Source: an optimization exercise on an open RTL-to-GDS flow (aim: small area, a short achievable clock period and few clock cycles). Production flows keep margins and buffers that such runs may drop. In this exercise RTL edits were held to simulation tests only and were not proved equivalent to the original. Power and IR drop assume default switching activity.

### flow/flow/run.sh
#!/bin/bash
set -euo pipefail
cd "$(dirname "$0")/.."
MARGIN=$(cat flow/margin.txt)
PORTBUF=$(cat flow/portbuf.txt)
bash standard.sh SETUP_SLACK_MARGIN=$MARGIN TNS_END_PERCENT=100 \
  "BUFFER_PORTS_ARGS=-buffer_cell $PORTBUF" finish > flow_make.log 2>&1
### flow/flow/margin.txt
10.5
### flow/flow/portbuf.txt
sky130_fd_sc_hd__buf_2
### flow/standard.sh
#!/bin/bash
# synth_recipe.tcl (not shown) runs the flow's synth.tcl, then flattens the netlist and writes it again
# the make line also repeats each setting of config.mk as NAME=value (left out here)
make -C /OpenROAD-flow-scripts/flow DESIGN_CONFIG=/design/flow/config.mk WORK_HOME=/design/flow/orfs CLKGATE_MAP_FILE= SYNTH_SCRIPT=/design/flow/synth_recipe.tcl "${@:-finish}"
### flow/config.mk
export PLATFORM = sky130hd
export DESIGN_NAME = cmp_coder
export DESIGN_NICKNAME = cmp_coder
export VERILOG_FILES = /design/flow/design.v
export SDC_FILE = /design/flow/constraint.sdc
export NUM_CORES = 4
export LEC_CHECK = 0
export ABC_AREA = 1
export CAP_MARGIN = 20
export CORE_MARGIN = 2
export CORE_UTILIZATION = 50
export CTS_CLUSTER_DIAMETER = 100
export CTS_CLUSTER_SIZE = 30
export SLEW_MARGIN = 20
### flow/constraint.sdc
create_clock -name core_clock -period 15.0 [get_ports {clk}]
set_input_delay 3.0000 -clock core_clock [delete_from_list [all_inputs] [get_ports {clk}]]
set_output_delay 3.0000 -clock core_clock [all_outputs]
set_load 0.01 [all_outputs]
### flow/design.v
module cmp_coder (
    input  wire        clk,
    input  wire        rst,
    input  wire        in_valid,
    output wire        in_ready,
    input  wire [15:0] in_x,
    input  wire [15:0] in_nb,
    input  wire [8:0]  cfg_nwords,
    input  wire [2:0]  cfg_avg,
    input  wire [3:0]  cfg_k,
    input  wire [7:0]  cfg_a,
    input  wire [7:0]  cfg_b,
    input  wire [7:0]  cfg_c,
    input  wire [9:0]  cfg_neighbour,
    input  wire        cfg_nb_use,
    output reg         out_valid,
    input  wire        out_ready,
    output reg  [31:0] out_data,
    output reg         out_last,
    output wire [23:0] out_bits,
    output wire [8:0]  out_escapes,
    output wire [63:0] out_header,
    output reg         out_coded
);
    function [15:0] wmask;
        input [2:0] avg;
        case (avg)
            3'd0: wmask = 16'h0FFF;
            3'd1: wmask = 16'h1FFF;
            3'd2: wmask = 16'h3FFF;
            3'd3: wmask = 16'h7FFF;
            default: wmask = 16'hFFFF;
        endcase
    endfunction
    reg  adv;         
    reg  adv0;        
    reg  adv0_o;      
    reg        v0, first0, last0;
    reg [15:0] x0, nb0;
    reg [7:0]  a0, b0, c0;
    reg [3:0]  k0;
    reg [2:0]  avg0;
    reg [9:0]  nbr0;
    reg [8:0]  n0;
    reg [8:0]  left;           
    reg [15:0] hx1, hx2;
    reg        lastpend;
    assign in_ready = adv0_o;
    wire in_fire  = in_valid && adv0 && !rst;
    wire [15:0] imask  = wmask(cfg_avg);
    wire        ifirst = (left == 9'd0);
    wire        ilast  = ifirst ? (cfg_nwords == 9'd1) : (left == 9'd1);
    always @(posedge clk) begin
        if (rst) begin
            v0  <= 1'b0;
            left <= 9'd0;
        end else if (in_fire) begin
            v0  <= 1'b1;
            left <= ifirst ? cfg_nwords - 9'd1 : left - 9'd1;
        end else if (adv0) begin
            v0  <= 1'b0;
        end
        if (adv0) begin
            x0     <= in_x & imask;
            nb0    <= cfg_nb_use ? (in_nb & imask) : 16'd0;
            a0     <= cfg_a;
            b0     <= cfg_b;
            c0     <= cfg_c;
            k0     <= cfg_k;
            avg0   <= cfg_avg;
            nbr0   <= cfg_neighbour;
            n0     <= cfg_nwords;
            first0 <= ifirst;
            last0  <= ilast;
        end
        if (adv0 && v0) begin
            hx1 <= x0;
            hx2 <= first0 ? x0 : hx1;
        end
    end
    function [25:0] brow;
        input [7:0]  k;
        input [15:0] x;
        input [1:0]  j;
        input        pneg;      
        reg b2, b1, b0, neg, one, two;
        reg [16:0] m;
        reg [17:0] r;
        reg [25:0] v;
        begin
            b2 = k[2*j+1];
            b1 = k[2*j];
            b0 = (j == 2'd0) ? 1'b0 : k[2*j-1];
            neg = b2;
            one = b1 ^ b0;
            two = (b2 & ~b1 & ~b0) | (~b2 & b1 & b0);
            m = ({17{one}} & {1'b0, x}) | ({17{two}} & {x, 1'b0});
            r = {~neg, m ^ {17{neg}}};
            v = {8'd0, r} << (2*j);
            if (j != 2'd0)
                v[2*j-2] = pneg;
            brow = v;
        end
    endfunction
    function bneg;
        input [7:0] k;
        input [1:0] j;
        bneg = k[2*j+1];
    endfunction
    wire [25:0] rw [0:12];
    genvar gi;
    generate
        for (gi = 0; gi < 4; gi = gi + 1) begin : g_rows
            assign rw[gi]     = brow(a0, hx1, gi, (gi == 0) ? 1'b0 : bneg(a0, gi - 1));
            assign rw[4 + gi] = brow(b0, hx2, gi, (gi == 0) ? 1'b0 : bneg(b0, gi - 1));
            assign rw[8 + gi] = brow(c0, nb0, gi, (gi == 0) ? 1'b0 : bneg(c0, gi - 1));
        end
    endgenerate
    wire [1:0]  nsum = {1'b0, a0[7]} + {1'b0, b0[7]} + {1'b0, c0[7]};
    assign rw[12] = 26'h201FFC0 + {18'd0, nsum, 6'd0};
    function [51:0] csa;
        input [25:0] p, q, r;
        begin
            csa[25:0]  = p ^ q ^ r;
            csa[51:26] = ((p & q) | (p & r) | (q & r)) << 1;
        end
    endfunction
    wire [51:0] l1a = csa(rw[0], rw[1], rw[2]);
    wire [51:0] l1b = csa(rw[3], rw[4], rw[5]);
    wire [51:0] l1c = csa(rw[6], rw[7], rw[8]);
    wire [51:0] l1d = csa(rw[9], rw[10], rw[11]);
    wire [51:0] l2a = csa(l1a[25:0], l1a[51:26], l1b[25:0]);
    wire [51:0] l2b = csa(l1b[51:26], l1c[25:0], l1c[51:26]);
    wire [51:0] l2c = csa(l1d[25:0], l1d[51:26], rw[12]);
    wire [51:0] l3a = csa(l2a[25:0], l2a[51:26], l2b[25:0]);
    wire [51:0] l3b = csa(l2b[51:26], l2c[25:0], l2c[51:26]);
    wire [51:0] l4a = csa(l3a[25:0], l3a[51:26], l3b[25:0]);
    wire [51:0] l5a = csa(l4a[25:0], l4a[51:26], l3b[51:26]);
    reg        v1, first1, last1;
    reg [25:0] s1s, s1c;
    reg [15:0] x1;
    reg [3:0]  k1;
    reg [2:0]  avg1;
    always @(posedge clk) begin
        if (rst)
            v1 <= 1'b0;
        else if (adv)
            v1 <= v0 && adv0;
        if (adv) begin
            s1s    <= l5a[25:0];
            s1c    <= l5a[51:26];
            x1     <= x0;
            k1     <= k0;
            avg1   <= avg0;
            first1 <= first0;
            last1  <= last0;
        end
    end
    wire [15:0] m1    = wmask(avg1);
    wire [25:0] ssum  = s1s + s1c;
    wire [19:0] pre   = ssum[25:6];
    wire        p_neg = pre[19] & ~(&pre);
    wire        p_ovr = ~pre[19] & ((pre[19:4] & ~{4'd0, m1[15:4]}) != 16'd0 ||
                                    ((pre[15:0] & m1) == m1));
    wire [17:0] e_raw = {2'b00, x1} + ~pre[17:0];       
    wire [17:0] e_ovr = {2'b00, x1} - {2'b00, m1};
    wire [17:0] e     = p_neg ? {2'b00, x1} : p_ovr ? e_ovr : e_raw;
    wire [16:0] u     = {e[15:0], 1'b0} ^ {17{e[17]}};
    reg        v2, first2, last2;
    reg [16:0] u2;
    reg [15:0] x2;
    reg [3:0]  k2;
    reg [2:0]  avg2;
    always @(posedge clk) begin
        if (rst)
            v2 <= 1'b0;
        else if (adv)
            v2 <= v1;
        if (adv) begin
            u2     <= u;
            x2     <= x1;
            k2     <= k1;
            avg2   <= avg1;
            first2 <= first1;
            last2  <= last1;
        end
    end
    wire [16:0] q2    = u2 >> k2;
    wire        esc   = |q2[16:8];
    wire [11:0] kmsk  = ~(12'hFFF << k2);
    wire [11:0] rem2  = u2[11:0] & kmsk;
    wire [4:0]  w2    = 5'd12 + {2'd0, avg2};
    reg  [8:0]  co;
    reg  [15:0] ct;
    reg  [4:0]  cl;
    always @(*) begin
        if (first2) begin
            co = 9'd0;   ct = x2;   cl = w2;
        end else if (esc) begin
            co = 9'd256; ct = x2;   cl = w2;
        end else begin
            co = {1'b0, q2[7:0]};
            ct = {3'd0, rem2, 1'b0};
            cl = {1'b0, k2} + 5'd1;
        end
    end
    wire [8:0] clen = co + {4'd0, cl};
    reg        v3, first3, last3, esc3;
    reg [8:0]  o3, len3;
    reg [15:0] t3;
    reg [4:0]  l3;
    always @(posedge clk) begin
        if (rst)
            v3 <= 1'b0;
        else if (adv)
            v3 <= v2;
        if (adv) begin
            o3     <= co;
            t3     <= ct;
            l3     <= cl;
            len3   <= clen;
            esc3   <= esc & ~first2;
            first3 <= first2;
            last3  <= last2;
        end
    end
    wire        long3 = (len3[8:6] != 3'd0) | (len3[5] & (len3[4:0] != 5'd0));
    wire [4:0]  sh   = long3 ? (5'd0 - l3) : o3[4:0];    
    wire [31:0] spat = ~(32'hFFFFFFFF << sh) | ({16'd0, t3} << sh);
    wire [8:0]  rlen = !v3 ? 9'd0 : long3 ? (len3 - 9'd32) : 9'd0;
    wire [5:0]  slen = !v3 ? 6'd0 : long3 ? 6'd32 : len3[5:0];
    reg        vC, lastC;
    reg [8:0]  rC;
    reg [31:0] sC;
    reg [5:0]  lsC;
    reg [16:0] bacc, bits_o;
    reg [8:0]  eacc, esc_o;
    wire [16:0] bnext = (first3 ? 17'd0 : bacc) + {8'd0, len3};
    wire [8:0]  enext = (first3 ? 9'd0 : eacc) + {8'd0, esc3};
    reg  [31:0] acc;
    reg  [4:0]  p;
    reg         flush;
    reg         kv, k_last;
    reg  [31:0] k_data;
    wire        run      = !kv;
    reg  [4:0]  q;            
    reg         longstep;     
    wire        consume  = run && vC && (flush ? !lastC : !longstep);
    wire [31:0] ae   = flush ? 32'd0 : acc;
    wire [31:0] omsk = (32'hFFFFFFFF << p) & ~(32'hFFFFFFFF << q);
    wire [63:0] comb = {32'd0, ae | omsk} | ({32'd0, sC} << q);
    wire [6:0]  tpos = {2'd0, q} + {1'b0, lsC};
    reg         em_v, em_last;
    reg  [31:0] em_d;
    reg  [31:0] acc_n;
    reg  [4:0]  p_n;
    reg         flush_n;
    reg  [8:0]  r_n;
    always @(*) begin
        em_v = 1'b0; em_last = 1'b0; em_d = comb[31:0];
        acc_n = acc; p_n = p; flush_n = flush; r_n = rC;
        if (run) begin
            if (flush) begin
                em_v = 1'b1; em_last = 1'b1; em_d = acc;
                flush_n = 1'b0;
                acc_n = 32'd0; p_n = 5'd0;
                if (vC && !lastC) begin
                    acc_n = comb[31:0];
                    p_n   = tpos[4:0];
                end
            end else if (vC && longstep) begin
                em_v = 1'b1; em_d = acc | (32'hFFFFFFFF << p);
                r_n  = rC - (9'd32 - {4'd0, p});
                acc_n = 32'd0; p_n = 5'd0;
            end else if (vC) begin
                if (tpos[5]) begin
                    em_v    = 1'b1;
                    em_last = lastC && (tpos[4:0] == 5'd0);
                    acc_n   = comb[63:32];
                    p_n     = tpos[4:0];
                    flush_n = lastC && (tpos[4:0] != 5'd0);
                end else if (lastC) begin
                    em_v = 1'b1; em_last = 1'b1;
                    acc_n = 32'd0; p_n = 5'd0;
                end else begin
                    acc_n = comb[31:0];
                    p_n   = tpos[4:0];
                end
            end
        end
    end
    wire otake = out_valid && out_ready;
    reg [39:0] hdr;
    reg [7:0]  rawr;
    wire [12:0] nw   = n0 * (5'd12 + {2'd0, avg0});
    wire [7:0]  rawn = nw[12:5] + {7'd0, |nw[4:0]};
    wire [11:0] codw = bnext[16:5] + {11'd0, |bnext[4:0]} + 12'd2;
    assign out_bits    = {7'd0, bits_o};
    assign out_escapes = esc_o;
    assign out_header  = {hdr, 7'd0, bits_o};
    always @(posedge clk) begin
        if (rst) begin
            vC        <= 1'b0;
            rC        <= 9'd0;
            lsC       <= 6'd0;
            acc       <= 32'd0;
            p         <= 5'd0;
            flush     <= 1'b0;
            kv        <= 1'b0;
            out_valid <= 1'b0;
            lastpend  <= 1'b0;
        end else begin
            if (adv)
                vC <= v3;
            else if (consume)
                vC <= 1'b0;
            acc   <= acc_n;
            p     <= p_n;
            flush <= flush_n;
            if (kv) begin
                if (otake || !out_valid) begin
                    out_valid <= 1'b1;
                    out_data  <= k_data;
                    out_last  <= k_last;
                    kv        <= 1'b0;
                end
            end else if (em_v) begin
                if (otake || !out_valid) begin
                    out_valid <= 1'b1;
                    out_data  <= em_d;
                    out_last  <= em_last;
                end else begin
                    kv     <= 1'b1;
                    k_data <= em_d;
                    k_last <= em_last;
                end
            end else if (otake) begin
                out_valid <= 1'b0;
            end
            if (adv0 && v0 && last0)
                lastpend <= 1'b1;
            else if (otake && out_last)
                lastpend <= 1'b0;
        end
        if (adv) begin
            sC    <= spat;
            lastC <= last3;
        end
        if (rst) begin
        end else if (adv) begin
            rC    <= rlen;
            lsC   <= slen;
        end else if (run && vC && !flush && longstep) begin
            rC    <= r_n;
        end
        if (adv && v3) begin
            bacc <= bnext;
            eacc <= enext;
            if (last3) begin
                bits_o    <= bnext;
                esc_o     <= enext;
                out_coded <= codw < {4'd0, rawr};
            end
        end
        if (adv0 && v0 && last0) begin
            hdr  <= {nbr0, c0, b0, a0, 2'b00, k0};
            rawr <= rawn;
        end
    end
    wire        vC_n    = adv ? v3 : vC;
    wire        lastC_n = adv ? last3 : lastC;
    wire [6:0]  xq      = {2'd0, q} + {1'b0, lsC} + {2'd0, rlen[4:0]};
    wire        xls     = (rlen[8:5] != 4'd0) | (tpos[5] ? xq[6] : (xq[6] | xq[5]));
    reg  [4:0]  q_n;
    reg         ls_n;
    always @(*) begin
        q_n = xq[4:0]; ls_n = xls;
        if (!run && vC) begin
            q_n = q; ls_n = longstep;
        end else if (!run) begin
        end else if (flush) begin
            if (vC && lastC) begin
                q_n = 5'd0; ls_n = 1'b0;
            end
        end else if (vC && longstep) begin
            q_n = q; ls_n = (r_n[8:5] != 4'd0);
        end else if (vC && lastC && !tpos[5]) begin
            q_n = rlen[4:0]; ls_n = (rlen[8:5] != 4'd0);
        end else if (vC && lastC && tpos[4:0] != 5'd0) begin
            q_n = 5'd0; ls_n = 1'b0;
        end
    end
    wire        kv_n    = kv ? (out_valid && !out_ready) : (em_v && out_valid && !out_ready);
    wire        adv_n   = !vC_n || (!kv_n && (flush_n ? !lastC_n : !ls_n));
    wire        v0_n    = in_fire || (v0 && !adv0);
    wire        last0_n = adv0 ? ilast : last0;
    wire        lp_n    = (adv0 && v0 && last0) || (lastpend && !(otake && out_last));
    wire        adv0_n  = adv_n && !(v0_n && last0_n && lp_n);
    always @(posedge clk) begin
        if (rst) begin
            adv      <= 1'b1;
            adv0     <= 1'b1;
            adv0_o   <= 1'b1;
            longstep <= 1'b0;
            q        <= 5'd0;
        end else begin
            adv      <= adv_n;
            adv0     <= adv0_n;
            adv0_o   <= adv0_n;
            longstep <= ls_n;
            q        <= q_n;
        end
    end
endmodule
==> results of run 1 <==
[logic make-up after synthesis]
| family | Yosys count |
|---|---|
| multiplexers | 28 |
| XOR/XNOR | 291 |
| AO/OA/AOI/OAI | 941 |
| other | 2 |
| flip-flops | 544 |
| adder cells (fa/ha/maj) | 374 |
| buffers and inverters | 1045 |
| AND/OR/NAND/NOR | 1543 |
[synthesized netlist by cell type, types with 27 or more instances]
master    count  area, sq um
xnor2_1      39          342
nand3_1     175          876
fa_1        205         4100
dfxtp_1      75         1500
nand2_1     959         3600
clkinv_1     27          101
o22ai_1     182         1140
edfxtp_1    469        14100
ha_1        169         2110
buf_4        36          270
o211ai_1     51          383
mux2i_1      28          280
nor3_1       34          170
nand4_1      29          181
clkbuf_1    152          571
a21oi_1     177          886
inv_1       779         2920
nor2_1      282         1060
o21ai_0     396         1980
xor2_1      252         2210
a31oi_1      35          219
[power groups by stage]
stage	logic [uW]	registers (uW)	clock network, uW
6_report	5110	2300	997
3_5_place_dp	5010	2350	0
4_1_cts	5070	2300	1020
2_1_floorplan	3730	2260	0
5_1_grt	5850	2320	1070
3_3_place_gp	4910	2340	0
[how the worst max path moves through the flow]
stage	end
6_report	s1s[11]
5_1_grt	len3[5]
4_1_cts	s1s[8]
3_5_place_dp	s1s[5]
3_3_place_gp	s1s[6]
2_1_floorplan	k_data[0]
[worst register-to-register path, delay by kind of cell, from the launching register on]
| kind | cells | cell delay [ps] |
|---|---|---|
| XOR/XNOR | 1 | 290 |
| adder cells (fa/ha/maj) | 5 | 2530 |
| buffers and inverters | 5 | 800 |
| flip-flops | 1 | 510 |
[per-stage QoR]
step | utilization, % | cell area [sq um] | hold WS [ps]
floorplan | - | 40600 | 400
global placement | 52.6 | 42200 | 401
detailed placement | 52.6 | 42200 | 405
CTS | 54.5 | 43800 | 390
global route | 55.0 | 44200 | 420
finish | 55.0 | 44200 | 407
[flip-flops by register name, indices dropped and copies added (netlist names), 16 cells and up]
signal and cells:
out_data 32, bacc 17, x0 16, x2 16, hx1 16, hdr 38, bits_o 17, s1c 24
nb0 16, hx2 16, x1 16, k_data 32, acc 32, u2 17, sC 32, s1s 23
t3 16
[metal layers]
layer  track usage [%]  vias to the layer above  wire (um)
li1                  -                    15900          -
met1              33.6                    15200      46400
met2              48.4                      984      57300
met3              2.27                      267       4770
met4              14.0                        0       6960
met5                 0                        -          0
[timing repair]
item                                    in CTS  in global routing
resized for setup                           27                 50
pin swaps                                    2                  6
hold buffers                                 0                  0
endpoints found under the setup margin      47                 79
setup buffers                               44                 22
cloned                                       1                  2
[area by class of cell]
cell class	count	area [sq um]	share of cell area [%]
flip-flops and latches	544	15600	35.3
repair inverters	2	12.5	0.0283
well taps	1060	1330	3.00
clock inverters	19	339	0.768
multi-input cells	3198	21100	47.8
inverters	814	3110	7.04
repair buffers	312	1930	4.37
clock buffers	34	744	1.69
==> impl_metrics.ini, run 1 <==
[sta]
slew_viol_final = 0
rsz0062_at_grt = yes
final-setup-viol-count = 0
finalCritPeriodShare_pct = 29.2
skew_ps = 55.1
timing.final.ws_setup_ps = 10620
hold_viol = 0
period_needed_ps = 4380
finalSetupTns_ps = 0
relSlewSlack_pct = 30.7
worst_pin_slew_ps = 1040
clock.fmax_mhz = 228

[route]
ant_nets = 0
drc = 0
viasPerCell = 5.40
wl_um = 115000
drt_iter0_drc = 2451
via_count = 32300
first_pass_iters = 5
wire_per_inst_um = 19.3

[yosys]
synth_enable_flop_cells = 469
synth_compound_area_share_pct = 13.3
synth_top_family_by_area = simple AND/OR/NAND/NOR gates
synthAdderAreaFrac_pct = 15.4
synth-seq-cells = 544
yosys.area_share.simple_pct = 15.7
synth_xor_area_share_pct = 6.30
syn_inst = 4768
ys.flop_type = edfxtp_1
syn-cell-area_sq_um = 40500
synth_cell_types = 63
ys_seq_area_share_pct = 38.5
synth-async-reset-ratio_pct = 0
syn_avg_cell_area_sq_um = 8.49
synth_warnings = 1
synth_mux_area_share_pct = 0.693

[floorplanning]
fp.dieArea_sq_um = 83200
start_util_pct = 50.4
ios = 220
die_y_um = 288
die_x_um = 288
row_count = 104
core-area_sq_um = 80300

[cts]
cts_tree = built
numCtsBuffers = 29
clkLatencyLatePin_ps = 670
clockRootBuffer = clkbuf_16
cts_htree_levels = 1
clkSlewWorstSetupHoldPaths_ps = 110
clock-sinks = 544
clock_path_buffers = 3

[critical_path]
end_kind = flip-flop
rrSetupSlack_ps = 10620
cp.depth = 11
crit_path_frequent_cell = fa_1
cp-startpoint = c0[3]
start_kind = flip-flop
path_class = flip-flop to flip-flop
slowest_delay_ps = 550
critPathTopFamily = adder cells
critPathRequiredTime_ps = 15390
ff2ff_path_depth = 11
r2r-end = s1s[11]
slowest_stage = fa_1
critPathArrivalTime_ps = 4760
crit_path_max_fanout = 12
path_cells = buf_4, clkinvlp_4, xor2_1, fa_1, inv_1, fa_1, inv_1, fa_1, fa_1, inv_1, fa_1
worst-path-buf-inv = 5
rr_startpoint = c0[3]

[pwr]
p_sw_uw = 4000
power_uw = 8400
power.leakage_uw = 0.0203
p_clk_share_pct = 11.9
ir_drop_mv = 0.117
p_sw_share_pct = 47.6
pwr_density_cell_nw_per_um2 = 190
p_int_uw = 4400
combPwrFrac_pct = 60.8
seq_power_share_pct = 27.3

[placement]
dp_hpwl_um = 87300
gp_congestion = 0.962
io_buffers = 203
post-place-ws_ps = 9560
dp.cells = 5860

[global_route]
grt_usage_pct = 27.4
grt_max_degree = 71
grt_pass1_vias = 31100
grt_antenna_before_repair = 0
grt_pass1_wl_um = 177000
grt_overflow = 0

[min_path]
hp-class = flip-flop to flip-flop
hold_path_end = k2[1]
min_path_cells = 0
min_from = k1[1]

[final_layout]
final_cell_mix = 956 x nand2_1, 764 x inv_1, 469 x edfxtp_1
final_common_cell = nand2_1
diodes = 0
nNetsFinal = 5362
drive_above_1_share_pct = 9.83
fill_cells = 7527
syn2layout_area_growth_pct = 9.16
finalNonFillerCells = 5983

[outcome]
status = finished clean

[run]
cap_violations = 0
Testbench counts, summed over its fixed seeds: cycles 24,457.
==> inputs of run 2 (changes only) <==
--- a/flow/design.v
+++ b/flow/design.v
@@ -43,7 +43,7 @@
     reg [9:0]  nbr0;
     reg [8:0]  n0;
     reg [8:0]  left;           
-    reg [15:0] hx1, hx2;
+    reg [15:0] hx2;            
     reg        lastpend;
     assign in_ready = adv0_o;
     wire in_fire  = in_valid && adv0 && !rst;
@@ -74,8 +74,7 @@
             last0  <= ilast;
         end
         if (adv0 && v0) begin
-            hx1 <= x0;
-            hx2 <= first0 ? x0 : hx1;
+            hx2 <= first0 ? x0 : x1;
         end
     end
     function [25:0] brow;
@@ -111,7 +110,7 @@
     genvar gi;
     generate
         for (gi = 0; gi < 4; gi = gi + 1) begin : g_rows
-            assign rw[gi]     = brow(a0, hx1, gi, (gi == 0) ? 1'b0 : bneg(a0, gi - 1));
+            assign rw[gi]     = brow(a0, x1, gi, (gi == 0) ? 1'b0 : bneg(a0, gi - 1));
             assign rw[4 + gi] = brow(b0, hx2, gi, (gi == 0) ? 1'b0 : bneg(b0, gi - 1));
             assign rw[8 + gi] = brow(c0, nb0, gi, (gi == 0) ? 1'b0 : bneg(c0, gi - 1));
         end
@@ -142,6 +141,10 @@
     reg [3:0]  k1;
     reg [2:0]  avg1;
     always @(posedge clk) begin
+        if (adv && adv0 && v0)
+            x1 <= x0;
+    end
+    always @(posedge clk) begin
         if (rst)
             v1 <= 1'b0;
         else if (adv)
@@ -149,7 +152,6 @@
         if (adv) begin
             s1s    <= l5a[25:0];
             s1c    <= l5a[51:26];
-            x1     <= x0;
             k1     <= k0;
             avg1   <= avg0;
             first1 <= first0;
--- a/flow/config.mk
+++ b/flow/config.mk
@@ -8,7 +8,7 @@
 export ABC_AREA = 1
 export CAP_MARGIN = 20
 export CORE_MARGIN = 2
-export CORE_UTILIZATION = 50
+export CORE_UTILIZATION = 40
 export CTS_CLUSTER_DIAMETER = 100
 export CTS_CLUSTER_SIZE = 30
 export SLEW_MARGIN = 20
==> run 2 against run 1 <==
Still clean on timing, DRC and antenna. Count of clock-buffer cells in the layout shrank 3. Combinational power grew 3%. Synthesized cell count grew 0.99%. Maximum frequency shrank 2.0%. Critical endpoint is now s1s[7].
==> impl_metrics.ini, run 2 <==
[sta]
final-setup-viol-count = 0
worst_pin_slew_ps = 1100
period_needed_ps = 4470
relSlewSlack_pct = 26.4
clock.fmax_mhz = 224
finalCritPeriodShare_pct = 29.8
hold_slack_ps = 418
finalSetupTns_ps = 0
slew_viol_final = 0
hold_viol = 0
rsz0062_at_grt = yes
skew_ps = 37.3

[yosys]
syn-cell-area_sq_um = 40300
syn_inst = 4815
synth-async-reset-ratio_pct = 0
ys_seq_area_share_pct = 37.5
synthTopCellsByArea = edfxtp_1 34%, fa_1 10%, nand2_1 9.2%
ys.flop_type = edfxtp_1
synth-seq-cells = 528
synth_area_leader_cell = edfxtp_1
syn_avg_cell_area_sq_um = 8.37
synth_warnings = 1
synth.most_common_cell = nand2_1
synth_common_cells = 986 x nand2_1, 804 x inv_1, 453 x edfxtp_1, 413 x o21ai_0, 267 x nor2_1
synth_top_area_share_pct = 33.8
synth_enable_flop_cells = 453
synth_cell_types = 66

[route]
first_pass_iters = 6
drt_iter0_drc = 3105
via_count = 33600
ant_nets = 0
viasPerCell = 5.33
drc = 0
wl_um = 127000
wire_per_inst_um = 20.2

[outcome]
status = finished clean

[floorplanning]
die_y_um = 321
start_util_pct = 40.3
core-area_sq_um = 100000
ios = 220
die_x_um = 321
row_count = 116
fp.dieArea_sq_um = 103000

[cts]
cts_htree_levels = 1
clock_path_buffers = 3
cts_tree = built
clkLatencyLatePin_ps = 680
clkSlewWorstSetupHoldPaths_ps = 100
clock-sinks = 528
clockRootBuffer = clkbuf_16
numCtsBuffers = 31

[critical_path]
end_kind = flip-flop
ff2ff_path_depth = 15
r2r-end = s1s[7]
start_kind = flip-flop
crit_path_max_fanout = 4
critPathArrivalTime_ps = 4890
cp-startpoint = b0[3]
cp-endpoint = s1s[7]
rrSetupSlack_ps = 10530
critPathRequiredTime_ps = 15420
rr_startpoint = b0[3]
path_class = flip-flop to flip-flop

[global_route]
grt_usage_pct = 24.2
grt_max_degree = 69
grt_pass1_wl_um = 193000
grt_antenna_before_repair = 3
grt_pass1_vias = 32300
grt_overflow = 0

[min_path]
hp-class = flip-flop to flip-flop

[placement]
dp_hpwl_um = 95800
io_buffers = 203
gp_congestion = 0.963
dp.cells = 6140

[final_layout]
largest_register_ffs = 38
finalNonFillerCells = 6298
syn2layout_area_growth_pct = 11.5
nNetsFinal = 5438
final_common_cell = nand2_1
final_cell_mix = 981 x nand2_1, 782 x inv_1, 453 x edfxtp_1
regMostFlops = hdr
drive_above_1_share_pct = 11.8

[pwr]
power.leakage_uw = 0.0205
ir_drop_mv = 0.146
pwr_density_cell_nw_per_um2 = 190

[run]
cap_violations = 0
-- run 2: cell types whose count changed after synthesis, moves of 15 or more --
cell	delta
nand2_1	+27
inv_1	+25
o21ai_0	+17
edfxtp_1	-16
nand3_1	+15
nor2_1	-15
-- run 2: timing repair --
action                     CTS  global route
hold endpoints to repair     0             0
setup buffers               45            53
cloned                       1             3
resized for setup           44            81
pin swaps                    8            39
hold buffers                 0             0
setup endpoints to repair   43            46
-- run 2: worst max-delay path, cell delays in order, from the launching register on --
cell	delay, ps
edfxtp_1	440
buf_12	150
nand2_1	60
inv_1	70
nor2_4	140
clkinvlp_4	160
buf_4	180
o22ai_4	180
xor2_2	240
fa_1	490
fa_1	520
inv_1	60
fa_1	500
fa_1	500
inv_1	60
fa_1	470
-- run 2: where the power goes --
part / internal (uW) / switching [uW]
Combinational: 1860 / 3420
Sequential: 2100 / 134
Clock: 431 / 586
Total: 4390 / 4140
-- run 2: worst min path at each step --
stage,startpoint,to,cells after the start
floorplan,first1,first2,0
global placement,nbr0[5],hdr[35],0
detailed placement,last2,last3,0
CTS,last2,last3,0
global route,nbr0[0],hdr[30],0
finish,last2,last3,0
-- run 2: final cells by class --
| class | count | area [sq um] |
|---|---|---|
| diodes | 1 | 2.50 |
| clock buffers | 31 | 776 |
| clock inverters | 24 | 305 |
| fillers | 9846 | 55100 |
| inverters | 838 | 3210 |
| multi-input cells | 3229 | 21500 |
| flip-flops and latches | 528 | 15100 |
| well taps | 1298 | 1620 |
| repair buffers | 348 | 2370 |
| repair inverters | 1 | 7.51 |
-- run 2: cell families after synthesis --
group           count (synthesis)  synth area share (%)
simple gates                 1577                  16.2
buf+inv                      1077                  10.5
compound gates                942                  13.4
flops                         528                  37.5
fa+ha+maj                     374                  15.4
xor+xnor                      287                  6.26
mux                            28                 0.696
other cells                     2                0.0186
-- run 2: through the flow --
step / setup WS (ps) / total power, uW / instance area, sq um / utilization, %
2_1_floorplan: 10320 / 5920 / 40500 / -
3_3_place_gp: 9740 / 7340 / 42400 / 42.4
3_5_place_dp: 9730 / 7420 / 42400 / 42.4
4_1_cts: 10480 / 8480 / 44000 / 44.0
5_1_grt: 10360 / 9330 / 44900 / 44.9
6_report: 10530 / 8530 / 44900 / 44.9
-- run 2: layer usage --
metal / vias up / global-route usage (%) / part of all wire, %
li1: 16100 / - / -
met1: 16000 / 32.3 / 43
met2: 1266 / 40.4 / 47
met3: 246 / 2.96 / 6.4
met4: 0 / 8.58 / 4.1
met5: - / 0 / 0
Testbench counts of run 2, summed over its fixed seeds: cycles 24,457.
==> inputs of run 3 (changes only) <==
==> flow/flow/margin.txt (replaced) <==
10.8
==> run 3 against run 2 <==
Largest power group unchanged. Largest cell class unchanged. Utilization rose by 1.3 points. Worst setup slack better by 57 ps. Critical endpoint is now s1s[16]. Via count is 0.85% higher. First-iteration DRC count shrank 2.9%. Sequential share of layout area is 0.97 points lower. Critical path type unchanged. Still clean on timing, DRC and antenna. Highest routed layer is now met5.
==> impl_metrics.ini, run 3 <==
[outcome]
status = finished clean

[cts]
cts_tree = built
cts_htree_levels = 2
clock-sinks = 528
clkSlewWorstSetupHoldPaths_ps = 120
hold_buffers = 0
clockRootBuffer = clkbuf_16
clock_path_buffers = 3
clkLatencyLatePin_ps = 640
numCtsBuffers = 34

[critical_path]
rrSetupSlack_ps = 10590
slowest_stage = fa_2
r2r-end = s1s[16]
path_cells = buf_12, buf_8, nor2_4, a21oi_4, buf_6, buf_12, buf_6, o22ai_2, xor2_1, fa_2, inv_2, fa_2, fa_2, fa_1, inv_1, fa_2
crit_path_max_fanout = 5
end_kind = flip-flop
critPathRequiredTime_ps = 15350
ff2ff_path_depth = 16
path_class = flip-flop to flip-flop
critPathArrivalTime_ps = 4770
rr_startpoint = a0[5]
crit_path_frequent_cell = fa_2
slowest_delay_ps = 540
start_kind = flip-flop
worst-path-buf-inv = 7
critPathTopFamily = adder cells

[min_path]
min_from = k1[1]
hp-class = flip-flop to flip-flop
hold_path_end = k2[1]
min_path_cells = 0

[yosys]
syn-cell-area_sq_um = 40300
synth-async-reset-ratio_pct = 0
synth_cell_types = 66
ys_seq_area_share_pct = 37.5
syn_inst = 4815
synth_warnings = 1
synth_enable_flop_cells = 453
ys.flop_type = edfxtp_1
synth-seq-cells = 528
synth.most_common_cell = nand2_1
synth_top_area_share_pct = 33.8
synthTopCellsByArea = edfxtp_1 34%, fa_1 10%, nand2_1 9.2%
synth_area_leader_cell = edfxtp_1
syn_avg_cell_area_sq_um = 8.37
synth_common_cells = 986 x nand2_1, 804 x inv_1, 453 x edfxtp_1, 413 x o21ai_0, 267 x nor2_1

[route]
wire_per_inst_um = 19.7
viasPerCell = 5.33
drc = 0
wl_um = 125000
first_pass_iters = 6
drt_iter0_drc = 3014
via_count = 33800
ant_nets = 0

[floorplanning]
start_util_pct = 40.3
ios = 220
row_count = 116
core-area_sq_um = 100000
fp.dieArea_sq_um = 103000
die_x_um = 321
die_y_um = 321

[placement]
placed_area_sq_um = 42300
dp_hpwl_um = 91400
io_buffers = 203
gp_congestion = 0.970

[sta]
period_needed_ps = 4410
finalSetupTns_ps = 0
worst_pin_slew_ps = 1060
final-setup-viol-count = 0
hold_slack_ps = 397
relSlewSlack_pct = 29.0
finalCritPeriodShare_pct = 29.4
slew_viol_final = 0
clock.fmax_mhz = 227
skew_ps = 45.8
rsz0062_at_grt = yes
hold_viol = 0

[final_layout]
final_common_cell = nand2_1
largest_register_ffs = 38
syn2layout_area_growth_pct = 14.8
fill_cells = 9577
final_cell_mix = 972 x nand2_1, 748 x inv_1, 453 x edfxtp_1
drive_above_1_share_pct = 15.4
regMostFlops = hdr
fin_area_sq_um = 46200
seq_area_sq_um = 15100
nNetsFinal = 5481
multi_input_area_sq_um = 22100

[global_route]
grt_antenna_before_repair = 1
grt_pass1_vias = 32200
grt_max_degree = 144
grt_overflow = 0
grt_pass1_wl_um = 190000
grt_usage_pct = 23.7

[run]
cap_violations = 0

[pwr]
pwr_density_cell_nw_per_um2 = 187
ir_drop_mv = 0.146
power.leakage_uw = 0.0209
-- run 3: cell counts after synthesis --
No cell type changed its count.
-- run 3: cell type report --
type                    count  area share [%]
clock inverters            22           0.725
inverters                 838            7.01
clock buffers              39            2.02
flip-flops and latches    528            32.7
diodes                      1         0.00541
multi-input cells        3231            47.9
repair buffers            384            6.10
well taps                1298            3.51
repair inverters            3          0.0487
-- run 3: kinds of logic after synthesis --
family	share of synthesized area, %
adder cells (fa/ha/maj)	15.4
AND/OR/NAND/NOR	16.2
flip-flops	37.5
multiplexers	0.696
AO/OA/AOI/OAI	13.4
other	0.0186
buffers and inverters	10.5
XOR/XNOR	6.26
-- run 3: layer usage --
metal	share of wire [%]	global-route usage, %
met5	0.010	0
met4	3.5	7.74
met3	7.0	3.88
met2	45	37.9
met1	44	32.8
-- run 3: worst max-delay path by stage --
stage | start | endpoint | slack [ps] | cells past startpoint
6_report | a0[5] | s1s[16] | 10590 | 16
5_1_grt | c0[3] | s1s[9] | 10440 | 16
4_1_cts | c0[3] | s1s[9] | 10550 | 16
3_5_place_dp | b0[3] | s1s[8] | 9820 | 11
3_3_place_gp | b0[3] | s1s[7] | 9860 | 11
2_1_floorplan | rst | k_data[0] | 10320 | 5
-- run 3: what timing repair did --
item / 4_1_cts / 5_1_grt
resized for setup: 229 / 104
gates cloned: 7 / 3
pin swaps: 79 / 49
setup endpoints to repair: 181 / 213
buffers inserted: 111 / 31
-- run 3: report_power, final --
| part | switching (uW) | internal (uW) | total (uW) |
|---|---|---|---|
| logic | 3310 | 1970 | 5280 |
| registers | 144 | 2100 | 2240 |
| clock network | 603 | 518 | 1120 |
-- run 3: metrics by stage --
stage               util (%)  total power, uW  worst slack [ps]  cells
floorplan                  -             5920             10320   4834
global placement        42.3             7010              9860   6130
detailed placement      42.3             7140              9820   6130
CTS                     45.6             8460             10550   6309
global route            46.2             9510             10440   6343
finish                  46.2             8640             10590   6344
==> inputs of run 4 (changes only) <==
--- a/flow/design.v
+++ b/flow/design.v
@@ -32,12 +32,31 @@
             default: wmask = 16'hFFFF;
         endcase
     endfunction
+    function [11:0] benc;
+        input [7:0] k;
+        integer j;
+        reg b2, b1, b0;
+        begin
+            for (j = 0; j < 4; j = j + 1) begin
+                b2 = k[2*j+1];
+                b1 = k[2*j];
+                b0 = (j == 0) ? 1'b0 : k[2*j-1];
+                benc[j]     = b2;
+                benc[4 + j] = b1 ^ b0;
+                benc[8 + j] = (b2 & ~b1 & ~b0) | (~b2 & b1 & b0);
+            end
+        end
+    endfunction
+    function [7:0] bdec;
+        input [11:0] e;
+        bdec = {e[3], e[7] ^ e[2], e[2], e[6] ^ e[1], e[1], e[5] ^ e[0], e[0], e[4]};
+    endfunction
     reg  adv;         
     reg  adv0;        
     reg  adv0_o;      
     reg        v0, first0, last0;
     reg [15:0] x0, nb0;
-    reg [7:0]  a0, b0, c0;
+    reg [11:0] a0, b0, c0;
     reg [3:0]  k0;
     reg [2:0]  avg0;
     reg [9:0]  nbr0;
@@ -63,9 +82,9 @@
         if (adv0) begin
             x0     <= in_x & imask;
             nb0    <= cfg_nb_use ? (in_nb & imask) : 16'd0;
-            a0     <= cfg_a;
-            b0     <= cfg_b;
-            c0     <= cfg_c;
+            a0     <= benc(cfg_a);
+            b0     <= benc(cfg_b);
+            c0     <= benc(cfg_c);
             k0     <= cfg_k;
             avg0   <= cfg_avg;
             nbr0   <= cfg_neighbour;
@@ -78,21 +97,18 @@
         end
     end
     function [25:0] brow;
-        input [7:0]  k;
+        input [11:0] k;
         input [15:0] x;
         input [1:0]  j;
         input        pneg;      
-        reg b2, b1, b0, neg, one, two;
+        reg neg, one, two;
         reg [16:0] m;
         reg [17:0] r;
         reg [25:0] v;
         begin
-            b2 = k[2*j+1];
-            b1 = k[2*j];
-            b0 = (j == 2'd0) ? 1'b0 : k[2*j-1];
-            neg = b2;
-            one = b1 ^ b0;
-            two = (b2 & ~b1 & ~b0) | (~b2 & b1 & b0);
+            neg = k[j];
+            one = k[4 + j];
+            two = k[8 + j];
             m = ({17{one}} & {1'b0, x}) | ({17{two}} & {x, 1'b0});
             r = {~neg, m ^ {17{neg}}};
             v = {8'd0, r} << (2*j);
@@ -102,9 +118,9 @@
         end
     endfunction
     function bneg;
-        input [7:0] k;
+        input [11:0] k;
         input [1:0] j;
-        bneg = k[2*j+1];
+        bneg = k[j];
     endfunction
     wire [25:0] rw [0:12];
     genvar gi;
@@ -115,7 +131,7 @@
             assign rw[8 + gi] = brow(c0, nb0, gi, (gi == 0) ? 1'b0 : bneg(c0, gi - 1));
         end
     endgenerate
-    wire [1:0]  nsum = {1'b0, a0[7]} + {1'b0, b0[7]} + {1'b0, c0[7]};
+    wire [1:0]  nsum = {1'b0, a0[3]} + {1'b0, b0[3]} + {1'b0, c0[3]};
     assign rw[12] = 26'h201FFC0 + {18'd0, nsum, 6'd0};
     function [51:0] csa;
         input [25:0] p, q, r;
@@ -365,7 +381,7 @@
             end
         end
         if (adv0 && v0 && last0) begin
-            hdr  <= {nbr0, c0, b0, a0, 2'b00, k0};
+            hdr  <= {nbr0, bdec(c0), bdec(b0), bdec(a0), 2'b00, k0};
             rawr <= rawn;
         end
     end
==> flow/flow/margin.txt (replaced) <==
10.5
==> run 4 against run 3 <==
Still clean. Sequential share of layout area rose by 2.0 points. Count of clock-buffer cells in the layout is 7 lower. Worst setup slack improved by 4.2 ps. Via count shrank 1.7%. Routed wire length fell by 5.1%. Sequential power hardly changed. Combinational power shrank 3%. Maximum frequency hardly changed. Critical path type unchanged. Critical endpoint is now s1s[8].
==> impl_metrics.ini, run 4 <==
[yosys]
synth_top_area_share_pct = 34.1
synth.most_common_cell = nand2_1
synth-seq-cells = 540
synth_top_family_by_area = simple AND/OR/NAND/NOR gates
synthAdderAreaFrac_pct = 15.2
synth_common_cells = 1060 x nand2_1, 810 x inv_1, 465 x edfxtp_1, 357 x o21ai_0, 273 x xor2_1
yosys.area_share.simple_pct = 16.6
syn_inst = 4881
synth_compound_area_share_pct = 12.9
synth_mux_area_share_pct = 0.572
ys.flop_type = edfxtp_1
synth_area_leader_cell = edfxtp_1
synth-async-reset-ratio_pct = 0
synth_xor_area_share_pct = 6.70
syn_avg_cell_area_sq_um = 8.39
ys_seq_area_share_pct = 37.8
syn-cell-area_sq_um = 40900
synth_warnings = 1
synth_cell_types = 66
synth_enable_flop_cells = 465
synthTopCellsByArea = edfxtp_1 34%, fa_1 10%, nand2_1 9.7%

[critical_path]
critPathTopFamily = adder cells
slowest_delay_ps = 580
end_kind = flip-flop
path_cells = inv_1, o22ai_1, xor2_1, fa_1, inv_1, fa_1, fa_1, fa_1, inv_1, fa_1
crit_path_frequent_cell = fa_1
worst-path-buf-inv = 3
critPathArrivalTime_ps = 4810
path_class = flip-flop to flip-flop
start_kind = flip-flop
crit_path_max_fanout = 12
critPathRequiredTime_ps = 15400
slowest_stage = fa_1

[route]
ant_nets = 0
first_pass_iters = 9
drt_iter0_drc = 2978
wire_per_inst_um = 18.6
viasPerCell = 5.21
drc = 0
via_count = 33300
wl_um = 119000

[global_route]
grt_usage_pct = 22.2
grtUsageMet2_pct = 37.5
grt_max_degree = 69
grtUsageMet1_pct = 30.1
grt_pass1_vias = 31800
use_met3_pct = 2.28
grt_antenna_before_repair = 1
grt_busiest_layer = met2
grt_pass1_wl_um = 182000
grt_overflow = 0

[cts]
clock_path_buffers = 3
cts_htree_levels = 1
clockRootBuffer = clkbuf_16
clkLatencyLatePin_ps = 660
clock-sinks = 540
clkSlewWorstSetupHoldPaths_ps = 120
hold_buffers = 0
cts_tree = built
numCtsBuffers = 29

[sta]
hold_viol = 0
relSlewSlack_pct = 28.2
timing.final.ws_setup_ps = 10590
clock.fmax_mhz = 227
hold_slack_ps = 423
finalSetupTns_ps = 0
rsz0062_at_grt = no
slew_viol_final = 0
period_needed_ps = 4410
final-setup-viol-count = 0
worst_pin_slew_ps = 1080
skew_ps = 33.9
finalCritPeriodShare_pct = 29.4

[final_layout]
nNetsFinal = 5457
syn2layout_area_growth_pct = 9.07
diodes = 0
final_core_util_pct = 43.9
drive_above_1_share_pct = 9.39
final_common_cell = nand2_1
regMostFlops = hdr
final_cell_mix = 1058 x nand2_1, 799 x inv_1, 465 x edfxtp_1
largest_register_ffs = 38

[placement]
dp_hpwl_um = 90500
post-place-ws_ps = 9830
io_buffers = 203
gp_congestion = 0.956

[floorplanning]
ios = 220
die_x_um = 324
core-area_sq_um = 102000
fp.dieArea_sq_um = 105000
row_count = 117
die_y_um = 324
start_util_pct = 40.3

[pwr]
ir_drop_mv = 0.127
pwr_density_cell_nw_per_um2 = 187
power.leakage_uw = 0.0205

[min_path]
hp-class = flip-flop to flip-flop

[run]
cap_violations = 0

[outcome]
status = finished clean
==> run 4: kinds of logic after synthesis <==
logic type               Yosys count
flip-flops                       540
XOR/XNOR                         313
AND/OR/NAND/NOR                 1639
AO/OA/AOI/OAI                    911
other                              2
multiplexers                      22
buffers and inverters           1080
adder cells (fa/ha/maj)          374
==> run 4: worst paths after layout <==
kind / slack, ps / cells after the start / startpoint / to
hold reg to reg: 420 / 0 / k1[3] / k2[3]
setup / recovery: 10590 / 10 / x1[8] / s1s[8]
hold / removal: 420 / 0 / k1[3] / k2[3]
setup reg to reg: 10590 / 10 / x1[8] / s1s[8]
==> run 4: per-stage QoR <==
stage          std cells  power (uW)  area (sq um)
2_1_floorplan       4900        5850         41000
3_3_place_gp        6270        7220         43000
3_5_place_dp        6270        7320         43000
4_1_cts             6331        8330         44200
5_1_grt             6384        9170         44600
6_report            6384        8360         44600
==> run 4: timing repair <==
action                                  4_1_cts  5_1_grt
endpoints found under the hold margin         0        0
setup buffers                                10       50
resized for setup                             6       19
cloned                                        0        3
endpoints found under the setup margin       28       45
pin swaps                                     0        3
==> run 4: power breakdown <==
part | switching, uW | internal (uW)
sequential | 132 | 2110
clock | 578 | 405
combinational | 3340 | 1800
total | 4050 | 4310
==> run 4: worst reg2reg max path: stages, from the launching register on <==
cell	delay (ps)
edfxtp_1	540
inv_1	440
o22ai_1	200
xor2_1	190
fa_1	510
inv_1	70
fa_1	530
fa_1	580
fa_1	550
inv_1	50
fa_1	520
==> run 4: final cells by class <==
class / instances / area (sq um)
clock buffers: 32 / 758
clock inverters: 19 / 283
fillers: 10300 / 56900
inverters: 840 / 3190
multi-input cells: 3283 / 21400
flip-flops and latches: 540 / 15500
well taps: 1368 / 1710
repair buffers: 302 / 1780
==> run 4: layer usage <==
metal | vias to the layer above | wire (um) | share of wire [%]
met5 | - | 0 | 0
met4 | 0 | 4140 | 3.5
li1 | 16200 | - | -
met3 | 214 | 6970 | 5.9
met1 | 15700 | 51800 | 44
met2 | 1168 | 55700 | 47
Testbench counts of run 4, summed over its fixed seeds: cycles 24,457.
==> inputs of run 5 (changes only) <==
==> flow/flow/margin.txt (replaced) <==
10.3
==> run 5 against run 4 <==
Utilization down 0.47 points. Power down 0.50%. Via count down 1.3%. Register-to-register slack worse by 180 ps. Critical path type unchanged. Highest routed layer unchanged. Worst setup slack worse by 180 ps. Clock skew down 1.1 ps. Combinational power down 0.8%.
==> impl_metrics.ini, run 5 <==
[final_layout]
final_cell_mix = 1060 x nand2_1, 807 x inv_1, 465 x edfxtp_1
syn2layout_area_growth_pct = 7.90
diodes = 0
fin_area_sq_um = 44200
drive_above_1_share_pct = 8.06
regMostFlops = hdr
final_common_cell = nand2_1
nNetsFinal = 5405
largest_register_ffs = 38

[global_route]
grt_usage_pct = 22.1
grt_max_degree = 69
grt_overflow = 0
grt_pass1_wl_um = 181000
grt_antenna_before_repair = 1
grt_pass1_vias = 31700

[critical_path]
path_class = flip-flop to flip-flop
ff2ff_path_depth = 10
crit_path_frequent_cell = fa_1
r2r-end = s1s[7]
cp-startpoint = x1[3]
crit_path_max_fanout = 13
rrSetupSlack_ps = 10410
critPathTopFamily = adder cells
critPathArrivalTime_ps = 5000
slowest_stage = fa_1
end_kind = flip-flop
critPathRequiredTime_ps = 15410
path_cells = inv_1, o22ai_1, xor2_1, fa_1, inv_1, fa_1, fa_1, fa_1, inv_1, fa_1
slowest_delay_ps = 590
cp.depth = 10
rr_startpoint = x1[3]
start_kind = flip-flop
worst-path-buf-inv = 3

[min_path]
min_path_cells = 0
hold_path_end = k2[3]
hp-class = flip-flop to flip-flop
min_from = k1[3]

[yosys]
synth_common_cells = 1060 x nand2_1, 810 x inv_1, 465 x edfxtp_1, 357 x o21ai_0, 273 x xor2_1
syn_avg_cell_area_sq_um = 8.39
synthTopCellsByArea = edfxtp_1 34%, fa_1 10%, nand2_1 9.7%
syn_inst = 4881
synth-seq-cells = 540
syn-cell-area_sq_um = 40900
synth_area_leader_cell = edfxtp_1
synth_enable_flop_cells = 465
synth_cell_types = 66
synth-async-reset-ratio_pct = 0
synth.most_common_cell = nand2_1
ys.flop_type = edfxtp_1
synth_warnings = 1
ys_seq_area_share_pct = 37.8
synth_top_area_share_pct = 34.1

[floorplanning]
row_count = 117
start_util_pct = 40.3
core-area_sq_um = 102000
ios = 220
fp.dieArea_sq_um = 105000
die_y_um = 324
die_x_um = 324

[cts]
clkSlewWorstSetupHoldPaths_ps = 110
clkLatencyLatePin_ps = 660
cts_htree_levels = 1
clock-sinks = 540
clockRootBuffer = clkbuf_16
clock_path_buffers = 3
numCtsBuffers = 29
cts_tree = built

[outcome]
status = finished clean

[route]
ant_nets = 0
viasPerCell = 5.19
wl_um = 118000
first_pass_iters = 6
wire_per_inst_um = 18.6
met3_length_um = 6430
wl_met1_um = 51800
drc = 0
drt_iter0_drc = 2830
routed-wl-met2_um = 55500
top_layer = met4
via_count = 32800

[sta]
rsz0062_at_grt = no
skew_ps = 32.8
final-setup-viol-count = 0
finalSetupTns_ps = 0
period_needed_ps = 4590
hold_viol = 0
clock.fmax_mhz = 218
worst_pin_slew_ps = 1030
finalCritPeriodShare_pct = 30.6
relSlewSlack_pct = 31.4
slew_viol_final = 0

[pwr]
p_int_uw = 4290
pwr_density_cell_nw_per_um2 = 188
p_sw_uw = 4030
power.leakage_uw = 0.0203
p_clk_share_pct = 11.8
seq_power_share_pct = 27.0
p_sw_share_pct = 48.4
ir_drop_mv = 0.125
combPwrFrac_pct = 61.2

[run]
cap_violations = 0

[placement]
dp_hpwl_um = 90500
gp_congestion = 0.956
io_buffers = 203
placed_area_sq_um = 43000
## run 5: routing by layer
layer	GRT usage, %	up-vias
met1	30.0	15500
li1	-	16100
met3	2.25	194
met5	0	-
met2	37.3	1066
met4	6.93	0
## run 5: layout make-up
| cell class | count | area, sq um |
|---|---|---|
| clock buffers | 32 | 758 |
| clock inverters | 19 | 283 |
| fillers | 10300 | 57400 |
| inverters | 840 | 3170 |
| multi-input cells | 3281 | 21400 |
| flip-flops and latches | 540 | 15500 |
| well taps | 1368 | 1710 |
| repair buffers | 252 | 1380 |
## run 5: worst max-delay path by stage
stage | endpoint | slack [ps]
final | s1s[7] | 10410
after floorplan | k_data[0] | 10200
after CTS | s1s[14] | 10340
after detailed placement | len3[6] | 9830
after global routing | len3[7] | 10310
after global placement | len3[7] | 9840
## run 5: kinds of logic (layout without fill, tap and decap cells)
logic type | count (synthesis) | in the layout | share of synthesized area, %
AND/OR/NAND/NOR | 1639 | 1640 | 16.6
other | 2 | 21 | 0.0183
buffers and inverters | 1080 | 1143 | 10.3
AO/OA/AOI/OAI | 911 | 911 | 12.9
multiplexers | 22 | 22 | 0.572
flip-flops | 540 | 540 | 37.8
XOR/XNOR | 313 | 313 | 6.70
adder cells (fa/ha/maj) | 374 | 374 | 15.2
## run 5: power by group through the flow
stage,Combinational [uW],Sequential [uW],Clock [uW]
after CTS,5060,2250,1020
after detailed placement,5030,2290,0
after floorplan,3640,2210,0
final,5090,2250,982
after global routing,5800,2270,1060
after global placement,4930,2290,0
## run 5: what timing repair did
action | CTS | global route
endpoints found under the setup margin | 6 | 37
hold buffers | 0 | 0
pin swaps | 0 | 1
buffers inserted | 1 | 9
gates cloned | 0 | 1
resized for setup | 1 | 5
## run 5: through the flow
| step | power [uW] | std cells | util [%] | hold slack, ps | worst slack (ps) |
|---|---|---|---|---|---|
| global placement | 7220 | 6270 | 42.3 | 400 | 9840 |
| CTS | 8330 | 6322 | 43.4 | 428 | 10340 |
| global route | 9130 | 6332 | 43.5 | 422 | 10310 |
| floorplan | 5850 | 4900 | - | 400 | 10200 |
| detailed placement | 7320 | 6270 | 42.3 | 405 | 9830 |
| finish | 8320 | 6332 | 43.5 | 424 | 10410 |
==> inputs of run 6 (changes only) <==
==> flow/flow/margin.txt (replaced) <==
10.5
==> flow/flow/portbuf.txt (replaced) <==
sky130_fd_sc_hd__buf_1
==> run 6 against run 5 <==
Highest routed layer unchanged. Maximum frequency is 2.4% higher. Cell count up 0.74%. Area after synthesis stayed put. Via count grew 0.65%. Power rose by 0.42%. Clock skew increased by 5.8 ps. Global-route usage hardly changed.
==> impl_metrics.ini, run 6 <==
[yosys]
syn_inst = 4881
syn-cell-area_sq_um = 40900
synth_enable_flop_cells = 465
synth.most_common_cell = nand2_1
synth-async-reset-ratio_pct = 0
synth_common_cells = 1060 x nand2_1, 810 x inv_1, 465 x edfxtp_1, 357 x o21ai_0, 273 x xor2_1
synth_warnings = 1
synth_cell_types = 66
synthTopCellsByArea = edfxtp_1 34%, fa_1 10%, nand2_1 9.7%
synth_top_area_share_pct = 34.1
synth-seq-cells = 540
ys.flop_type = edfxtp_1
synth_area_leader_cell = edfxtp_1
syn_avg_cell_area_sq_um = 8.39
ys_seq_area_share_pct = 37.8

[critical_path]
path_class = flip-flop to flip-flop
crit_path_frequent_cell = fa_1
critPathArrivalTime_ps = 4900
slowest_delay_ps = 610
critPathTopFamily = adder cells
rrSetupSlack_ps = 10520
end_kind = flip-flop
critPathRequiredTime_ps = 15410
worst-path-buf-inv = 4
slowest_stage = edfxtp_1
crit_path_max_fanout = 9
start_kind = flip-flop
path_cells = clkinvlp_4, buf_4, o22ai_1, xor2_1, fa_1, inv_1, fa_1, fa_1, fa_1, inv_1, fa_1

[floorplanning]
die_y_um = 324
row_count = 117
core-area_sq_um = 102000
start_util_pct = 40.3
die_x_um = 324
ios = 220
fp.dieArea_sq_um = 105000

[final_layout]
final_common_cell = nand2_1
final_cell_mix = 1059 x nand2_1, 800 x inv_1, 465 x edfxtp_1
largest_register_ffs = 38
syn2layout_area_growth_pct = 8.46
diodes = 0
multi_input_area_sq_um = 21400
nNetsFinal = 5449
regMostFlops = hdr
drive_above_1_share_pct = 4.99
seq_area_sq_um = 15500
fill_cells = 10200

[route]
wire_per_inst_um = 18.5
wl_um = 118000
first_pass_iters = 6
via_count = 33000
drc = 0
viasPerCell = 5.18
drt_iter0_drc = 2855
ant_nets = 0

[pwr]
pwr_density_cell_nw_per_um2 = 188
combPwrFrac_pct = 60.8
ir_drop_mv = 0.118
p_int_uw = 4330
seq_power_share_pct = 26.8
p_sw_share_pct = 48.1
p_sw_uw = 4020
power_uw = 8350
p_clk_share_pct = 12.4
power.leakage_uw = 0.0200

[global_route]
grt_usage_pct = 22.2
grt_pass1_wl_um = 181000
grt_max_degree = 67
grt_overflow = 0
grt_antenna_before_repair = 1
grt_pass1_vias = 31300

[cts]
clkLatencyLatePin_ps = 670
clockRootBuffer = clkbuf_16
cts_htree_levels = 1
clkSlewWorstSetupHoldPaths_ps = 110
clock-sinks = 540
cts_tree = built
clock_path_buffers = 3
numCtsBuffers = 30
hold_buffers = 0

[outcome]
status = finished clean

[placement]
dp_hpwl_um = 90300
io_buffers = 203
gp_congestion = 0.965

[sta]
skew_ps = 38.6
relSlewSlack_pct = 29.7
hold_slack_ps = 423
period_needed_ps = 4480
finalCritPeriodShare_pct = 29.9
finalSetupTns_ps = 0
clock.fmax_mhz = 223
hold_viol = 0
rsz0062_at_grt = yes
slew_viol_final = 0
final-setup-viol-count = 0
worst_pin_slew_ps = 1050

[run]
cap_violations = 0

[min_path]
hp-class = flip-flop to flip-flop
-- run 6: cell type report --
type | count | area share, %
sequential | 540 | 34.8
clock buffer | 36 | 1.81
inverter | 840 | 7.18
timing repair buffer | 294 | 3.36
multi-input combinational | 3282 | 48.2
tap | 1368 | 3.86
clock inverter | 19 | 0.733
-- run 6: worst paths after layout --
| path | startpoint | end | cells after the start |
|---|---|---|---|
| worst max-delay path | x1[6] | s1s[7] | 11 |
| worst min register to register | nbr0[5] | hdr[35] | 0 |
| worst min-delay path | nbr0[5] | hdr[35] | 0 |
| worst max register to register | x1[6] | s1s[7] | 11 |
-- run 6: kinds of logic (layout without fill, tap and decap cells) --
logic type,after synthesis,count (layout),share of synthesized area (%)
xor gates and xnor gates,313,313,6.70
and+or+nand+nor,1639,1641,16.6
adders and majority gates,374,374,15.2
DFF,540,540,37.8
other,2,21,0.0183
AOI/OAI and AO/OA,911,911,12.9
muxes,22,22,0.572
buffers and inverters,1080,1189,10.3
-- run 6: through the flow --
stage	setup slack [ps]	std cells	utilization (%)	cell area, sq um
after floorplan	10200	4900	-	41000
after global placement	9820	6271	42.1	42800
after detailed placement	9770	6272	42.1	42800
after CTS	10500	6333	43.3	44000
after global routing	10450	6379	43.7	44400
final	10520	6379	43.7	44400
-- run 6: repair_timing --
| action | 4_1_cts | 5_1_grt |
|---|---|---|
| pin swaps | 0 | 1 |
| cloned | 0 | 2 |
| setup buffers | 6 | 44 |
| setup endpoints to repair | 31 | 46 |
| gates resized for setup | 5 | 10 |
-- run 6: metal layers --
| metal | global-route usage [%] | routed length, um |
|---|---|---|
| met3 | 1.82 | 5730 |
| met2 | 37.6 | 55900 |
| met5 | 0 | 0 |
| met1 | 30.1 | 52000 |
| met4 | 6.88 | 4140 |
-- run 6: power by group through the flow --
stage	Combinational [uW]	Sequential [uW]	Clock (uW)
2_1_floorplan	3640	2210	0
3_3_place_gp	4930	2290	0
3_5_place_dp	4980	2290	0
4_1_cts	5010	2250	1070
5_1_grt	5790	2260	1110
6_report	5080	2240	1030
==> inputs of run 7 (changes only) <==
==> flow/flow/portbuf.txt (replaced) <==
sky130_fd_sc_hd__buf_2
--- a/flow/config.mk
+++ b/flow/config.mk
@@ -8,7 +8,7 @@
 export ABC_AREA = 1
 export CAP_MARGIN = 20
 export CORE_MARGIN = 2
-export CORE_UTILIZATION = 40
+export CORE_UTILIZATION = 50
 export CTS_CLUSTER_DIAMETER = 100
 export CTS_CLUSTER_SIZE = 30
 export SLEW_MARGIN = 20
==> run 7 against run 6 <==
Worst setup slack improved by 51 ps. Flip-flop and latch count unchanged. Area after synthesis did not move. Combinational power is essentially flat. Cell count fell by 4.5%. Utilization is 11 points higher. Synthesized cell count is the same. Power decreased by 0.90%. Largest cell class unchanged.
==> impl_metrics.ini, run 7 <==
[outcome]
status = finished clean

[critical_path]
path_cells = clkinvlp_4, o22ai_1, xor2_1, fa_1, inv_1, fa_1, fa_1, fa_1, inv_1, fa_1
critPathArrivalTime_ps = 4820
path_class = flip-flop to flip-flop
end_kind = flip-flop
worst-path-buf-inv = 3
rr_startpoint = x1[2]
slowest_stage = fa_1
ff2ff_path_depth = 10
start_kind = flip-flop
r2r-end = s1s[7]
cp.depth = 10
slowest_delay_ps = 600
crit_path_frequent_cell = fa_1
critPathTopFamily = adder cells
critPathRequiredTime_ps = 15380
rrSetupSlack_ps = 10570
crit_path_max_fanout = 11

[placement]
dp_hpwl_um = 91100
gp_congestion = 0.953
dp.cells = 5958
io_buffers = 203
post-place-ws_ps = 9810
placed_area_sq_um = 42600

[pwr]
ir_drop_mv = 0.145
power.leakage_uw = 0.0206
power_uw = 8280
pwr_density_cell_nw_per_um2 = 186

[cts]
clock_path_buffers = 3
clockRootBuffer = clkbuf_16
clkSlewWorstSetupHoldPaths_ps = 110
cts_tree = built
clock-sinks = 540
clkLatencyLatePin_ps = 640
numCtsBuffers = 28
cts_htree_levels = 1

[sta]
relSlewSlack_pct = 32.9
hold_viol = 0
finalCritPeriodShare_pct = 29.5
clock.fmax_mhz = 226
skew_ps = 23.1
slew_viol_final = 0
timing.final.ws_setup_ps = 10570
finalSetupTns_ps = 0
rsz0062_at_grt = no
final-setup-viol-count = 0
worst_pin_slew_ps = 1010
period_needed_ps = 4430

[global_route]
grt_pass1_wl_um = 185000
grt_overflow = 0
grt_pass1_vias = 31500
grt_antenna_before_repair = 1
grt_usage_pct = 27.9
grt_max_degree = 81

[route]
drt_iter0_drc = 3090
first_pass_iters = 7
wire_per_inst_um = 19.6
ant_nets = 0
viasPerCell = 5.47
drc = 0
via_count = 33300
wl_um = 120000

[yosys]
ys.flop_type = edfxtp_1
synth.most_common_cell = nand2_1
synth-async-reset-ratio_pct = 0
ys_seq_area_share_pct = 37.8
synth_warnings = 1
syn_avg_cell_area_sq_um = 8.39
synthTopCellsByArea = edfxtp_1 34%, fa_1 10%, nand2_1 9.7%
synth_cell_types = 66
synth_common_cells = 1060 x nand2_1, 810 x inv_1, 465 x edfxtp_1, 357 x o21ai_0, 273 x xor2_1
synth_top_area_share_pct = 34.1
synth-seq-cells = 540
synth_area_leader_cell = edfxtp_1
syn_inst = 4881
synth_enable_flop_cells = 465
syn-cell-area_sq_um = 40900

[final_layout]
nNetsFinal = 5474
fill_cells = 7673
fin_area_sq_um = 44500
finalNonFillerCells = 6095
final_cell_mix = 1058 x nand2_1, 792 x inv_1, 465 x edfxtp_1
final_common_cell = nand2_1
drive_above_1_share_pct = 9.75
syn2layout_area_growth_pct = 8.65
largest_register_ffs = 38
regMostFlops = hdr

[floorplanning]
die_y_um = 290
start_util_pct = 50.7
ios = 220
fp.dieArea_sq_um = 84200
row_count = 104
core-area_sq_um = 80800
die_x_um = 290

[min_path]
min_from = k1[3]
min_path_cells = 0
hp-class = flip-flop to flip-flop
hold_path_end = k2[3]

[run]
cap_violations = 0
run 7: through the flow:
| stage | util (%) | hold slack (ps) |
|---|---|---|
| after floorplan | - | 400 |
| after global placement | 52.7 | 401 |
| after detailed placement | 52.7 | 407 |
| after CTS | 54.2 | 434 |
| after global routing | 55.0 | 442 |
| final | 55.0 | 429 |
run 7: worst max-delay path by stage:
stage,start,end,slack [ps]
final,x1[2],s1s[7],10570
after global routing,x1[2],s1s[7],10490
after detailed placement,k2[0],len3[7],9810
after global placement,k2[0],len3[7],9810
after CTS,x1[0],s1s[7],10510
after floorplan,out_ready,k_data[0],10200
run 7: logic make-up after synthesis:
| logic type | Yosys count | share of synthesized area, % |
|---|---|---|
| XOR/XNOR | 313 | 6.70 |
| other | 2 | 0.0183 |
| flip-flops | 540 | 37.8 |
| adder cells (fa/ha/maj) | 374 | 15.2 |
| multiplexers | 22 | 0.572 |
| AND/OR/NAND/NOR | 1639 | 16.6 |
| buffers and inverters | 1080 | 10.3 |
| AO/OA/AOI/OAI | 911 | 12.9 |
run 7: what timing repair did:
action | in CTS | in global routing
gates cloned | 2 | 2
hold buffers | 0 | 0
setup buffers | 14 | 67
gates resized for setup | 11 | 23
pin swaps | 0 | 3
endpoints found under the setup margin | 37 | 54
run 7: layer usage:
layer | GRT usage (%) | routed length [um] | vias up | share of wire (%)
met5 | 0 | 0 | - | 0
met4 | 6.29 | 2800 | 0 | 2.3
li1 | - | - | 16200 | -
met1 | 39.5 | 53800 | 15800 | 45
met2 | 46.4 | 55800 | 1130 | 47
met3 | 3.06 | 7160 | 147 | 6.0
run 7: area by class of cell:
| type | count | area (sq um) | area share [%] |
|---|---|---|---|
| multi-input combinational | 3282 | 21400 | 48.2 |
| sequential | 540 | 15500 | 34.8 |
| inverter | 840 | 3220 | 7.25 |
| timing repair buffer | 321 | 2010 | 4.52 |
| tap | 1060 | 1330 | 2.98 |
| clock buffer | 32 | 737 | 1.66 |
| clock inverter | 19 | 263 | 0.591 |
| antenna | 1 | 2.50 | 0.00563 |
run 7: worst reg2reg max path, cell delays in order (launching register included):
cell and delay [ps]:
edfxtp_1 570, clkinvlp_4 350, o22ai_1 270, xor2_1 140
fa_1 560, inv_1 50, fa_1 560, fa_1 600
fa_1 560, inv_1 50, fa_1 460
run 7: where the power goes:
part           switching (uW)  internal (uW)  total [uW]
clock                     561            388         949
combinational            3300           1790        5090
sequential                132           2110        2240
total                    3990           4290        8280

-- re-timing with driven ports --
How much do the figures lean on ideal ports? The routed layouts below were timed once more, with nothing changed but the port constraints. Step 1: set_driving_cell puts a clkbuf_16 on clk and a buf_2 on each other input, an assumption about the parent block. Step 2 also shifts input and output timing later by t, the mid clock arrival at the registers, as if the neighbouring blocks saw the same clock. Slacks: ideal / step 1 / step 2; pairs: ideal / step 1.
| run | shift t [ns] | setup WS [ns] | worst setup path after step 2 | slew at the worst register clock pin (ns) | cell pins on the clock port's net |
|---|---|---|---|---|---|
| run 1 | 0.713 | 10.621 / 10.599 / 10.253 | input to register | 0.12 / 0.12 | 1 |
| run 2 | 0.737 | 10.531 / 10.531 / 10.004 | input to register | 0.12 / 0.12 | 1 |
| run 3 | 0.696 | 10.587 / 10.587 / 10.259 | input to register | 0.12 / 0.12 | 1 |
| run 4 | 0.714 | 10.592 / 10.527 / 10.287 | input to register | 0.12 / 0.12 | 1 |
| run 5 | 0.716 | 10.408 / 10.408 / 10.273 | input to register | 0.12 / 0.12 | 1 |
| run 6 | 0.723 | 10.517 / 10.517 / 10.300 | input to register | 0.12 / 0.12 | 1 |
| run 7 | 0.702 | 10.568 / 10.519 / 10.161 | input to register | 0.12 / 0.12 | 1 |
After both steps every run listed still meets setup and hold. The setup slack of run 2, which loses most, moves by 0.000 ns with the drivers and by -0.527 ns with both steps.
